Background: an optimization exercise with open tools, aiming at small area and few clock cycles per item. Do not read the settings as production practice. The RTL was checked by simulation tests, not by an equivalence proof against the original design.

==> flow/design.v (outline; a module is shown in full before it is edited, if it fits) <==
// module pix_corr: 4960 lines
// module pc_fa: 4 lines
module pix_corr (
    input  wire        clk,
    input  wire        rst,
    input  wire        in_valid,
    output wire        in_ready,
    input  wire [17:0] in_pix,
    input  wire [2:0]  in_bcode,
    input  wire [17:0] in_offset,
    input  wire [17:0] in_gain,
    input  wire [17:0] in_ratio,
    input  wire [17:0] in_drift,
    input  wire [2:0]  in_wcode,
    output wire        out_valid,
    input  wire        out_ready,
    output wire [17:0] out_data,
    output wire        out_sat_lo,
    output wire        out_sat_hi
);
  // ...
==> flow/flow/run.sh <==
#!/bin/bash
# The standard layout (the standard.sh, unchanged synthesis and steps), with one
# difference: the port buffers that global placement inserts on every input and output
# are sky130_fd_sc_hd__buf_1 instead of the resizer's default pick.
set -euo pipefail
export BUFFER_PORTS_ARGS="-buffer_cell sky130_fd_sc_hd__buf_1"
bash standard.sh > standard.log 2>&1
==> flow/standard.sh <==
#!/bin/bash
# synth_recipe.tcl (not shown) runs the flow's synth.tcl, then flattens the netlist and writes it again
# the make line also repeats each setting of config.mk as NAME=value (left out here)
make -C /OpenROAD-flow-scripts/flow DESIGN_CONFIG=/design/flow/config.mk WORK_HOME=/design/flow/orfs CLKGATE_MAP_FILE= SYNTH_SCRIPT=/design/flow/synth_recipe.tcl "${@:-finish}"
==> flow/config.mk <==
export PLATFORM = sky130hd
export DESIGN_NAME = pix_corr
export DESIGN_NICKNAME = pix_corr
export VERILOG_FILES = /design/flow/design.v
export SDC_FILE = /design/flow/constraint.sdc
export NUM_CORES = 4
export LEC_CHECK = 0
export ABC_AREA = 1
export CAP_MARGIN = 0
export CORE_MARGIN = 2
export CORE_UTILIZATION = 40
export SLEW_MARGIN = 0
export SYNTH_HIERARCHICAL = 1
export SYNTH_MINIMUM_KEEP_SIZE = 0
==> flow/constraint.sdc <==
create_clock -name core_clock -period 10.0 [get_ports {clk}]
set_input_delay 2.0000 -clock core_clock [delete_from_list [all_inputs] [get_ports {clk}]]
set_output_delay 2.0000 -clock core_clock [all_outputs]
set_load 0.01 [all_outputs]
==> flow_summary.ini, run 1 <==
[status]
outcome = timing/DRC/antenna clean

[final_layout]
fill_cells = 7972
seq_cell_count = 139
reg_top3 = g1 x36, d1 x20, q3r x20

[grt]
first_global_vias = 29500
use_met1_pct = 34.8

[critical_path]
crit_top_cell = fa_1
r2r-end = hi2
rrSetupSlack_ps = 1640
cp-start-kind = flop

[sta]
tns_ps = 0
rsz0062_at_grt = yes
hold_viol = 0
fmaxAchievable_mhz = 104
slew_violations = 0

[logic_synthesis]
yosysMostFrequentCell = nand2_1
netlist_top_cells_count = nand2_1, fa_1, o22ai_1, xor2_1, o221ai_1
synth_flop_cell = edfxtp_1
ys_ff_latch = 139
synthAdderAreaFrac_pct = 41.8
yosysWarnings = 7
yosysTopAreaCell = fa_1
syn_inst = 3512

[clock_network]
cts_max_path_buffers = 2
postCtsSetupBuffers = 0
clock_latency_ps = 490
cts_resized = 6
cts_made_buffers = 17
cts_tree = yes

[floorplanning]
fp.dieH_um = 291
tap_cells = 1070

[placed_design]
placed_cell_area_mm2 = 0.0347

[flow_run]
maxCapViolations = 0

[min_path]
hold_depth = 0
min_to = w2[0]
Testbench counts, summed over its fixed seeds: cycles 16,016, items 16,000.
==> run 2, diff against run 1 <==
--- a/flow/config.mk
+++ b/flow/config.mk
@@ -6,9 +6,10 @@
 export NUM_CORES = 4
 export LEC_CHECK = 0
 export ABC_AREA = 1
-export CAP_MARGIN = 0
+export CAP_MARGIN = 20
 export CORE_MARGIN = 2
 export CORE_UTILIZATION = 40
-export SLEW_MARGIN = 0
+export GPL_TIMING_DRIVEN = 0
+export SLEW_MARGIN = 20
 export SYNTH_HIERARCHICAL = 1
 export SYNTH_MINIMUM_KEEP_SIZE = 0
==> flow_summary.ini, run 2 <==
[status]
outcome = timing/DRC/antenna clean

[drt]
ant_nets = 0
finalWirelength_mm = 115
drc = 0
drtIter0Drc = 3428
dr.pass1.iters = 9
avgRoutedWirePerCell_um = 24.1
vias = 29300
vias_per_cell = 6.13

[critical_path]
crit_path_top_delay_cell = fa_2
critPathMaxFanout = 10
rrSetupSlack_ps = 1170
cp-start-kind = flop
r2r_cells = 44
crit_type = flop to primary output
cpPeakStageDelay_ps = 540
crit_required_ps = 8000
crit_top_cell = fa_1
end_kind = primary output
crit_arrival_ps = 7690

[clock_network]
clockRootBuffer = clkbuf_16
clock_sink_count = 139
cts_max_path_buffers = 2
ctsHtreeMaxLevel = 4
clock_latency_ps = 490
clk_pin_slew_ps = 70
ctsHoldBuffers = 0
cts_tree = yes
cts_made_buffers = 17

[placed_design]
gp_congestion = 0.984
hpwl_mm = 90.1
io_buffers = 120
dp_slack_ps = -623
placed_cell_area_mm2 = 0.0347
dp.cells = 4704

[final_layout]
fin_cells = 4769
synthToLayoutAreaGrowth_pct = 10.4
stdcell_area_mm2 = 0.0363
drive_above_1_share_pct = 6.43
mostFrequentLayoutCell = nand2_1
largest_reg_flops = 36
max_flop_register = g1
mostFrequentLayoutCells = nand2_1, fa_1, o22ai_1, xor2_1, o221ai_1
reg_top3 = g1 x36, d1 x20, q3r x20
fin_util_pct = 44.4
insertedDiodeCount = 0
nets = 4521

[logic_synthesis]
synth_flop_cell = edfxtp_1
yosysWarnings = 7
yosysMostFrequentCell = nand2_1
netlist-cell-type-count = 51
synth_async_sr_flop_share_pct = 0
syn_inst = 3512
yosysTopAreaCell = fa_1
netlist_area_mm2 = 0.0329
synth_top_cell_area_share_pct = 36.7
syn_avg_cell_area_um2 = 9.35
netlist_top_cells_count = nand2_1, fa_1, o22ai_1, xor2_1, o221ai_1
synth_area_leaders = fa_1, edfxtp_1, xor2_1, o221ai_1, o22ai_1
ys_ff_latch = 139
synth-edff-count = 137
ys_seq_area_share_pct = 12.6

[grt]
first_global_vias = 29100
grt_max_degree = 82
gr-total-overflow = 0
grt_pass1_wl_mm = 177
grt_usage_pct = 27.1
antenna_found_initial = 0

[sta]
slew_violations = 0
finalWorstSetupSlack_ps = 310
fin_crit_sh_pct = 96.9
slew_headroom_pct = 28.7
tns_ps = 0
worst_slew_pin_slew_ps = 1060
hold_viol = 0
skew_ps = 13.1
setup_viol_count_final = 0
period_minus_slack_ps = 9690
fmaxAchievable_mhz = 103
hold_ws_ps = 421

[floorplanning]
rows = 105
start_util_pct = 40.2
fp.dieH_um = 291
dieArea_mm2 = 0.0844
die_w_um = 291
io_pins = 122
coreArea_mm2 = 0.0817

[min_path]
hold_depth = 0
hp-class = flop to flop

[flow_run]
maxCapViolations = 0
run 2: layer usage:
metal | vias up | global-route usage, % | share of wire, %
li1 | 12700 | - | -
met1 | 14400 | 37.0 | 40
met2 | 1935 | 42.3 | 45
met3 | 269 | 5.61 | 11
met4 | 2 | 10.4 | 3.8
met5 | - | 0.397 | 0.040
run 2: worst max-delay path: cells and delay by family, from the launching register on:
| kind | cells | cell delay, ps |
|---|---|---|
| fa+ha+maj | 8 | 3400 |
| simple gates | 11 | 1330 |
| flops | 1 | 330 |
| compound gates | 3 | 490 |
| buf+inv | 6 | 1650 |
run 2: modules after synthesis (local to each module, per instance):
module | flip-flops and latches | times used
pix_corr | 139 | 1
pc_fa | 0 | 572
run 2: what timing repair did:
action	4_1_cts	5_1_grt
gates resized for setup	96	130
pin swaps	5	32
buffers inserted	10	30
cloned	1	2
setup endpoints to repair	20	26
run 2: path summary, 6_finish.rpt:
path	start	to
setup / recovery	q2[7]	out_data[8]
hold / removal	w1[0]	w2[0]
hold reg to reg	w1[0]	w2[0]
setup reg to reg	d1[1]	hi2
run 2: logic make-up (layout without fill, tap and decap cells):
kind of cell / count (synthesis) / count (layout) / synth area share (%)
other: 1 / 2 / 0.0114
flip-flops: 139 / 139 / 12.6
AND/OR/NAND/NOR: 842 / 843 / 10.6
adder cells (fa/ha/maj): 735 / 735 / 41.8
XOR/XNOR: 384 / 384 / 10.2
AO/OA/AOI/OAI: 827 / 827 / 18.0
buffers and inverters: 584 / 769 / 6.78
run 2: layout make-up:
cell class / count / area, um^2
clock inverters: 15 / 133
repair inverters: 1 / 7.51
repair buffers: 162 / 811
multi-input cells: 2791 / 27000
fillers: 8015 / 45400
flip-flops and latches: 139 / 4150
plain buffers: 263 / 1190
inverters: 311 / 1200
well taps: 1070 / 1340
clock buffers: 17 / 425
==> run 3, diff against run 2 <==
--- a/flow/config.mk
+++ b/flow/config.mk
@@ -8,8 +8,7 @@
 export ABC_AREA = 1
 export CAP_MARGIN = 20
 export CORE_MARGIN = 2
-export CORE_UTILIZATION = 40
-export GPL_TIMING_DRIVEN = 0
+export CORE_UTILIZATION = 55
 export SLEW_MARGIN = 20
 export SYNTH_HIERARCHICAL = 1
 export SYNTH_MINIMUM_KEEP_SIZE = 0
==> flow_summary.ini, run 3 <==
[logic_synthesis]
synth_area_leaders = fa_1, edfxtp_1, xor2_1, o221ai_1, o22ai_1
synth_async_sr_flop_share_pct = 0
netlist_area_mm2 = 0.0329
synth_top_cell_area_share_pct = 36.7
syn_avg_cell_area_um2 = 9.35
netlist_top_cells_count = nand2_1, fa_1, o22ai_1, xor2_1, o221ai_1
syn_inst = 3512
yosysWarnings = 7
ys_ff_latch = 139
synth_flop_cell = edfxtp_1
netlist-cell-type-count = 51
synth-edff-count = 137
yosysTopAreaCell = fa_1
ys_seq_area_share_pct = 12.6
yosysMostFrequentCell = nand2_1

[floorplanning]
dieArea_mm2 = 0.0617
io_pins = 122
die_w_um = 248
coreArea_mm2 = 0.0590
rows = 89
fp.dieH_um = 248
start_util_pct = 55.7

[sta]
worst_slew_pin_slew_ps = 1110
setup_viol_count_final = 0
slew_headroom_pct = 26.0
fmaxAchievable_mhz = 102
skew_ps = 25.1
finalWorstSetupSlack_ps = 177
fin_crit_sh_pct = 98.2
period_minus_slack_ps = 9820
slew_violations = 0
hold_viol = 0

[critical_path]
critPathMaxFanout = 10
end_kind = primary output
crit_path_top_delay_cell = edfxtp_1
cpPeakStageDelay_ps = 730
crit_top_cell = fa_1
crit_family = adder cells
cp_num_buf_inv = 6
crit_type = flop to primary output
crit_required_ps = 8000
cp-start-kind = flop
crit_arrival_ps = 7820

[grt]
grt.met3_usage_pct = 7.30
gr-max-usage-layer = met2
first_global_vias = 31300
grtUsageMet2_pct = 64.1
grt_usage_pct = 38.3
grt_pass1_wl_mm = 179
gr-total-overflow = 0
use_met1_pct = 44.7
grt_max_degree = 76
antenna_found_initial = 0

[flow_run]
maxCapViolations = 0

[final_layout]
register_area_mm2 = 0.00415
fill_cells = 5144
insertedDiodeCount = 0
mostFrequentLayoutCells = nand2_1, fa_1, o22ai_1, xor2_1, o221ai_1
multiInputGateArea_mm2 = 0.0268
largest_reg_flops = 36
drive_above_1_share_pct = 8.32
fin_cells = 4329
max_flop_register = g1
mostFrequentLayoutCell = nand2_1
synthToLayoutAreaGrowth_pct = 7.67
nets = 4378
reg_top3 = g1 x36, d1 x20, q3r x20

[drt]
avgRoutedWirePerCell_um = 27.1
drc = 0
drtIter0Drc = 3446
ant_nets = 0
dr.pass1.iters = 8
vias = 29700
vias_per_cell = 6.86
finalWirelength_mm = 117

[placed_design]
hpwl_mm = 85.6
io_buffers = 121
dp.cells = 4270
dp_slack_ps = 106
gp_congestion = 1.02

[clock_network]
ctsHtreeMaxLevel = 4
cts_made_buffers = 17
ctsHoldBuffers = 0
clock_sink_count = 139
clockRootBuffer = clkbuf_16
clk_pin_slew_ps = 70
clock_latency_ps = 500
cts_max_path_buffers = 2
cts_tree = yes

[status]
outcome = timing/DRC/antenna clean

[min_path]
hp-class = flop to flop
[run 3: cell counts after synthesis]
No cell type changed its count.
[run 3: repair_timing]
item / in CTS / in global routing
pin swaps: 0 / 14
cloned: 0 / 3
resized for setup: 8 / 74
endpoints found under the hold margin: 0 / 0
setup endpoints to repair: 17 / 22
buffers inserted: 1 / 23
[run 3: per-layer routing]
| layer | up-vias | share of wire (%) |
|---|---|---|
| met5 | - | 0 |
| li1 | 12400 | - |
| met3 | 593 | 9.6 |
| met4 | 0 | 6.8 |
| met1 | 14500 | 35 |
| met2 | 2218 | 49 |
[run 3: path summary, 6_finish.rpt]
kind              start          end  slack, ps  depth (start not counted)
setup / recovery  q2[3]  out_data[8]        180                         29
hold / removal    w1[2]        w2[2]        420                          0
setup reg to reg  d1[3]          hi2       1630                         42
hold reg to reg   w1[2]        w2[2]        420                          0
[run 3: logic make-up after synthesis]
group,count (synthesis),share of synthesized area [%]
adders and majority gates,735,41.8
other,1,0.0114
xor gates and xnor gates,384,10.2
AOI/OAI and AO/OA,827,18.0
and+or+nand+nor,842,10.6
buffers and inverters,584,6.78
DFF,139,12.6
[run 3: cell type report]
cell class                 instances  area share [%]
clock inverter                    15           0.449
timing repair buffer             281            4.75
timing repair inverter             2          0.0318
tap                              773            2.73
inverter                         311            3.35
multi-input combinational       2791            75.7
clock buffer                      17            1.20
sequential                       139            11.7
[run 3: worst reg2reg max path: cells and delay by family, from the launching register on]
kind | cells | cell delay, ps
AOI/OAI and AO/OA | 4 | 1270
DFF | 1 | 370
and+or+nand+nor | 26 | 2190
xor gates and xnor gates | 1 | 180
buffers and inverters | 3 | 1040
adders and majority gates | 8 | 3090
[run 3: per-module statistics from Yosys, one instance, submodules excluded]
module | flip-flops and latches | cell area [um^2] | times used
pc_fa | 0 | 20.0 | 572
pix_corr | 139 | 21400 | 1
[run 3: stage by stage]
stage	hold slack [ps]	TNS (ps)	area [um^2]	utilization (%)
2_1_floorplan	400	0	32900	-
3_3_place_gp	402	0	34300	58.1
3_5_place_dp	408	0	34300	58.1
4_1_cts	425	0	34900	59.1
5_1_grt	439	-28.2	35400	59.9
6_report	423	0	35400	59.9
==> run 4, diff against run 3 <==
--- a/flow/config.mk
+++ b/flow/config.mk
@@ -8,7 +8,7 @@
 export ABC_AREA = 1
 export CAP_MARGIN = 20
 export CORE_MARGIN = 2
-export CORE_UTILIZATION = 55
+export CORE_UTILIZATION = 40
 export SLEW_MARGIN = 20
 export SYNTH_HIERARCHICAL = 1
 export SYNTH_MINIMUM_KEEP_SIZE = 0
==> flow_summary.ini, run 4 <==
[final_layout]
register_area_mm2 = 0.00415
insertedDiodeCount = 0
nets = 4381
mostFrequentLayoutCells = nand2_1, fa_1, o22ai_1, xor2_1, o221ai_1
multiInputGateArea_mm2 = 0.0268
mostFrequentLayoutCell = nand2_1
max_flop_register = g1
reg_top3 = g1 x36, d1 x20, q3r x20
fill_cells = 7970
synthToLayoutAreaGrowth_pct = 8.79
largest_reg_flops = 36
fin_cells = 4629
drive_above_1_share_pct = 8.29

[sta]
hold_viol = 0
period_minus_slack_ps = 9590
fin_crit_sh_pct = 95.9
worst_slew_pin_slew_ps = 1080
rsz0062_at_grt = yes
hold_ws_ps = 419
skew_ps = 9.85
fmaxAchievable_mhz = 104
slew_violations = 0
setup_viol_count_final = 0
slew_headroom_pct = 27.7

[critical_path]
r2r_cells = 44
rrSetupSlack_ps = 1620
critPathMaxFanout = 11
cp-start-kind = flop
r2r-end = hi2
end_kind = primary output
crit_arrival_ps = 7590
crit_path_top_delay_cell = fa_1
crit_required_ps = 8000
r2r-start = d1[3]
crit_top_cell = fa_1
crit_type = flop to primary output
cpPeakStageDelay_ps = 510

[floorplanning]
start_util_pct = 40.2
fp.dieH_um = 291
io_pins = 122
rows = 105
dieArea_mm2 = 0.0844
die_w_um = 291
coreArea_mm2 = 0.0817

[clock_network]
cts_max_path_buffers = 2
clock_sink_count = 139
clock_latency_ps = 490
clk_pin_slew_ps = 70
ctsHoldBuffers = 0
cts_tree = yes
ctsHtreeMaxLevel = 4
cts_made_buffers = 17
clockRootBuffer = clkbuf_16

[min_path]
min_to = w2[0]
min_from = w1[0]
hp-class = flop to flop
hold_depth = 0

[drt]
vias_per_cell = 6.25
dr.pass1.iters = 7
vias = 28900
ant_nets = 0
dr_wl_met3_mm = 12.0
avgRoutedWirePerCell_um = 23.9
drtIter0Drc = 3422
routed.top_layer = met4
drc = 0
met1_length_mm = 44.1
finalWirelength_mm = 111
dr_wl_met2_mm = 50.1

[logic_synthesis]
netlist_area_mm2 = 0.0329
synth_mux_area_share_pct = 0
synth_top_family_by_area = adder cells
ys_seq_area_share_pct = 12.6
syn_avg_cell_area_um2 = 9.35
ys_ff_latch = 139
synth_flop_cell = edfxtp_1
yosysMostFrequentCell = nand2_1
synth_compound_area_share_pct = 18.0
synth_xor_area_share_pct = 10.2
synthSimpleGateAreaFrac_pct = 10.6
yosysTopAreaCell = fa_1
syn_inst = 3512
synth_async_sr_flop_share_pct = 0
synth_area_leaders = fa_1, edfxtp_1, xor2_1, o221ai_1, o22ai_1
synthAdderAreaFrac_pct = 41.8
netlist-cell-type-count = 51
synth-edff-count = 137
yosysWarnings = 7
netlist_top_cells_count = nand2_1, fa_1, o22ai_1, xor2_1, o221ai_1
synth_top_cell_area_share_pct = 36.7

[placed_design]
io_buffers = 121
gp_congestion = 0.973
dp.cells = 4569
hpwl_mm = 80.8

[grt]
grt_pass1_wl_mm = 172
grt_max_degree = 63
gr-total-overflow = 0
first_global_vias = 29500
antenna_found_initial = 0
grt_usage_pct = 26.0

[flow_run]
maxCapViolations = 0

[status]
outcome = timing/DRC/antenna clean
[run 4: changes by cell type in the layout (fill, tap and decap cells not counted), sizes merged]
| cell | delta |
|---|---|
| buf | +1 |
| bufinv | -1 |
| clkbuf | +3 |
| clkinv | -2 |
| nor2 | +2 |
[run 4: what timing repair did]
item / CTS / global route
gates cloned: 0 / 3
gates resized for setup: 6 / 75
endpoints found under the setup margin: 16 / 20
buffers inserted: 0 / 25
pin swaps: 0 / 16
[run 4: worst max path at each step]
stage | cells after the start | to | startpoint
after floorplan | 41 | g1[35] | in_gain[2]
after detailed placement | 41 | g1[34] | in_gain[2]
after CTS | 31 | out_data[4] | hi2
after global placement | 41 | g1[34] | in_gain[2]
final | 31 | out_data[1] | lo2
after global routing | 33 | out_data[3] | lo2
[run 4: per-stage QoR]
step | TNS, ps | utilization (%) | area, um^2 | worst slack, ps
2_1_floorplan | 0 | - | 32900 | 671
3_3_place_gp | 0 | 42.4 | 34700 | 49.7
3_5_place_dp | 0 | 42.4 | 34700 | 30.6
4_1_cts | 0 | 43.1 | 35200 | 30.4
5_1_grt | -43.8 | 43.7 | 35700 | -43.8
6_report | 0 | 43.7 | 35700 | 415
[run 4: cells by family after synthesis]
kind of cell | Yosys count
AOI/OAI and AO/OA | 827
xor gates and xnor gates | 384
DFF | 139
other | 1
and+or+nand+nor | 842
buffers and inverters | 584
adders and majority gates | 735
[run 4: area by class of cell]
type / count / area share (%)
clock buffer: 18 / 1.20
clock inverter: 14 / 0.364
inverter: 311 / 3.32
multi-input combinational: 2793 / 75.0
sequential: 139 / 11.6
tap: 1070 / 3.75
timing repair buffer: 284 / 4.77
[run 4: modules after synthesis, one instance, submodules excluded]
module / area (um^2) / flip-flops and latches / cells
pix_corr: 21400 / 139 / 2940
pc_fa: 20.0 / 0 / 1
[run 4: critical path: cells and delay by family, from the launching register on]
kind            cells  cell delay (ps)
flops               1              450
xor+xnor            1              150
compound gates      3              400
buf+inv             6             1100
simple gates       13             1540
fa+ha+maj           8             3440
[run 4: metal layers]
layer | vias up | GRT usage [%]
met5 | - | 0
met4 | 0 | 10.8
met3 | 349 | 6.06
met2 | 1957 | 40.5
met1 | 14200 | 34.8
li1 | 12400 | -
==> run 5, diff against run 4 <==
--- a/flow/config.mk
+++ b/flow/config.mk
@@ -9,6 +9,7 @@
 export CAP_MARGIN = 20
 export CORE_MARGIN = 2
 export CORE_UTILIZATION = 40
+export CTS_BUF_LIST = sky130_fd_sc_hd__clkbuf_8
 export SLEW_MARGIN = 20
 export SYNTH_HIERARCHICAL = 1
 export SYNTH_MINIMUM_KEEP_SIZE = 0
==> flow_summary.ini, run 5 <==
[critical_path]
crit_path_top_delay_cell = fa_1
crit_type = flop to primary output
worstSetupEndpoint = out_data[13]
rrSetupSlack_ps = 1650
crit_arrival_ps = 7600
r2r_cells = 44
end_kind = primary output
crit_required_ps = 8000
cpPeakStageDelay_ps = 580
cp-startpoint = lo2
r2r-end = hi2
critPathMaxFanout = 8
crit_top_cell = fa_1
r2r-start = d1[3]
cp-start-kind = flop

[floorplanning]
fp.dieH_um = 291
die_w_um = 291
io_pins = 122
coreArea_mm2 = 0.0817
start_util_pct = 40.2
rows = 105
dieArea_mm2 = 0.0844

[clock_network]
clock_sink_count = 139
ctsHtreeMaxLevel = 4
clockRootBuffer = clkbuf_8
cts_max_path_buffers = 2
clk_pin_slew_ps = 90
ctsHoldBuffers = 0
cts_made_buffers = 17
cts_tree = yes
clock_latency_ps = 560

[sta]
period_minus_slack_ps = 9600
slew_violations = 0
fmaxAchievable_mhz = 104
worst_slew_pin_slew_ps = 1090
finalWorstSetupSlack_ps = 397
hold_ws_ps = 426
fin_crit_sh_pct = 96.0
slew_headroom_pct = 26.7
skew_ps = 15.4
hold_viol = 0
setup_viol_count_final = 0

[drt]
drtIter0Drc = 3392
routed.top_layer = met4
avgRoutedWirePerCell_um = 23.9
dr_wl_met2_mm = 50.1
dr.pass1.iters = 6
ant_nets = 0
vias_per_cell = 6.25
finalWirelength_mm = 111
dr_wl_met3_mm = 11.6
met1_length_mm = 44.6
drc = 0
vias = 28900

[final_layout]
synthToLayoutAreaGrowth_pct = 8.49
largest_reg_flops = 36
mostFrequentLayoutCells = nand2_1, fa_1, o22ai_1, xor2_1, o221ai_1
stdcell_area_mm2 = 0.0356
reg_top3 = g1 x36, d1 x20, q3r x20
mostFrequentLayoutCell = nand2_1
drive_above_1_share_pct = 8.56
max_flop_register = g1
fill_cells = 7982
nets = 4385

[logic_synthesis]
yosysTopAreaCell = fa_1
synth-edff-count = 137
netlist_area_mm2 = 0.0329
netlist-cell-type-count = 51
synth_top_cell_area_share_pct = 36.7
netlist_top_cells_count = nand2_1, fa_1, o22ai_1, xor2_1, o221ai_1
yosysMostFrequentCell = nand2_1
syn_inst = 3512
ys_ff_latch = 139
yosysWarnings = 7
synth_area_leaders = fa_1, edfxtp_1, xor2_1, o221ai_1, o22ai_1
synth_async_sr_flop_share_pct = 0
ys_seq_area_share_pct = 12.6
synth_flop_cell = edfxtp_1
syn_avg_cell_area_um2 = 9.35

[grt]
first_global_vias = 29400
grt_usage_pct = 26.0
antenna_found_initial = 1
grt_max_degree = 63
grt_pass1_wl_mm = 172
gr-total-overflow = 0

[placed_design]
gp_congestion = 0.973
io_buffers = 121
hpwl_mm = 80.8
placed_cell_area_mm2 = 0.0347
dp_slack_ps = 30.6

[min_path]
hold_depth = 0
hp-class = flop to flop

[flow_run]
maxCapViolations = 0

[status]
outcome = timing/DRC/antenna clean
[run 5: changes by cell type in the layout (fill, tap and decap cells not counted), sizes merged]
cell    before  now
buf        282  286
clkbuf      20   19
clkinv      62   63
diode        0    1
inv        258  259
nor2       122  121
[run 5: critical path: cells and delay by family (launching register included)]
| family | cells | cell delay [ps] |
|---|---|---|
| buf+inv | 6 | 1100 |
| xor+xnor | 1 | 150 |
| compound gates | 3 | 380 |
| simple gates | 13 | 1540 |
| flops | 1 | 450 |
| fa+ha+maj | 8 | 3410 |
[run 5: how the worst min path moves through the flow]
| stage | from | to | slack, ps |
|---|---|---|---|
| final | w1[0] | w2[0] | 430 |
| after global placement | w1[2] | w2[2] | 400 |
| after floorplan | w1[0] | w2[0] | 400 |
| after detailed placement | w1[1] | w2[1] | 400 |
| after global routing | w1[0] | w2[0] | 450 |
| after CTS | w1[1] | w2[1] | 430 |
[run 5: per-stage QoR]
stage	cells	util [%]	TNS, ps
final	4634	43.6	0
after global routing	4634	43.6	-13.5
after CTS	4605	43.0	0
after detailed placement	4569	42.4	0
after global placement	4569	42.4	0
after floorplan	3513	-	0
[run 5: modules after synthesis, one instance, submodules excluded]
module    cell area, um^2  cells  flops+latches
pix_corr            21400   2940            139
pc_fa                20.0      1              0
[run 5: cells by family (layout without fill, tap and decap cells)]
group	after synthesis	in the layout	synth area share [%]
flops	139	139	12.6
fa+ha+maj	735	735	41.8
other cells	1	3	0.0114
simple gates	842	844	10.6
buf+inv	584	632	6.78
xor+xnor	384	384	10.2
compound gates	827	827	18.0
[run 5: area by class of cell]
| type | count | area (um^2) | share of cell area (%) |
|---|---|---|---|
| diodes | 1 | 2.50 | 0.00702 |
| well taps | 1070 | 1340 | 3.76 |
| inverters | 311 | 1190 | 3.33 |
| flip-flops and latches | 139 | 4150 | 11.7 |
| repair buffers | 288 | 1750 | 4.91 |
| clock inverters | 15 | 134 | 0.376 |
| clock buffers | 17 | 234 | 0.656 |
| multi-input cells | 2792 | 26800 | 75.3 |
| repair inverters | 1 | 5.00 | 0.0140 |
[run 5: repair_timing]
item | in CTS | in global routing
endpoints found under the setup margin | 18 | 20
buffers inserted | 4 | 24
cloned | 0 | 4
hold endpoints to repair | 0 | 0
resized for setup | 11 | 78
pin swaps | 3 | 15
[run 5: per-layer routing]
metal / global-route usage [%] / up-vias
met4: 11.0 / 0
met5: 0 / -
met3: 5.82 / 328
met2: 40.4 / 1984
li1: - / 12400
met1: 34.9 / 14300

==> what the ideal ports hide <==
How much do the figures lean on ideal ports? The routed layouts below were timed once more, with nothing changed but the port constraints.
Step 1: set_driving_cell puts a clkbuf_16 on clk and a buf_2 on each other input, an assumption about the parent block.
Step 2 adds t to the input delays and takes it off the output delays; t is the mean of the earliest and latest rising clock arrival at the registers after step 1. Input paths then give back, and output paths get back, about the clock's delay inside the block.
a / b / c = ideal / step 1 / step 2; a / b = the first two.
| run | t (ns) | setup slack, ns | worst setup path at the end | worst data-port slew with drivers (ns) |
|---|---|---|---|---|
| run 1 | 0.552 | 0.429 / 0.364 / 0.189 | input to register | 0.07 |
| run 2 | 0.550 | 0.310 / 0.247 / 0.144 | input to register | 0.07 |
| run 3 | 0.552 | 0.177 / 0.115 / 0.273 | input to register | 0.05 |
| run 4 | 0.554 | 0.415 / 0.348 / 0.180 | input to register | 0.07 |
| run 5 | 0.618 | 0.397 / 0.336 / 0.180 | input to register | 0.07 |
After both steps setup and hold are still met in every run listed. The setup slack of run 1, which loses most, moves by -0.065 ns with the drivers and by -0.240 ns with both steps.
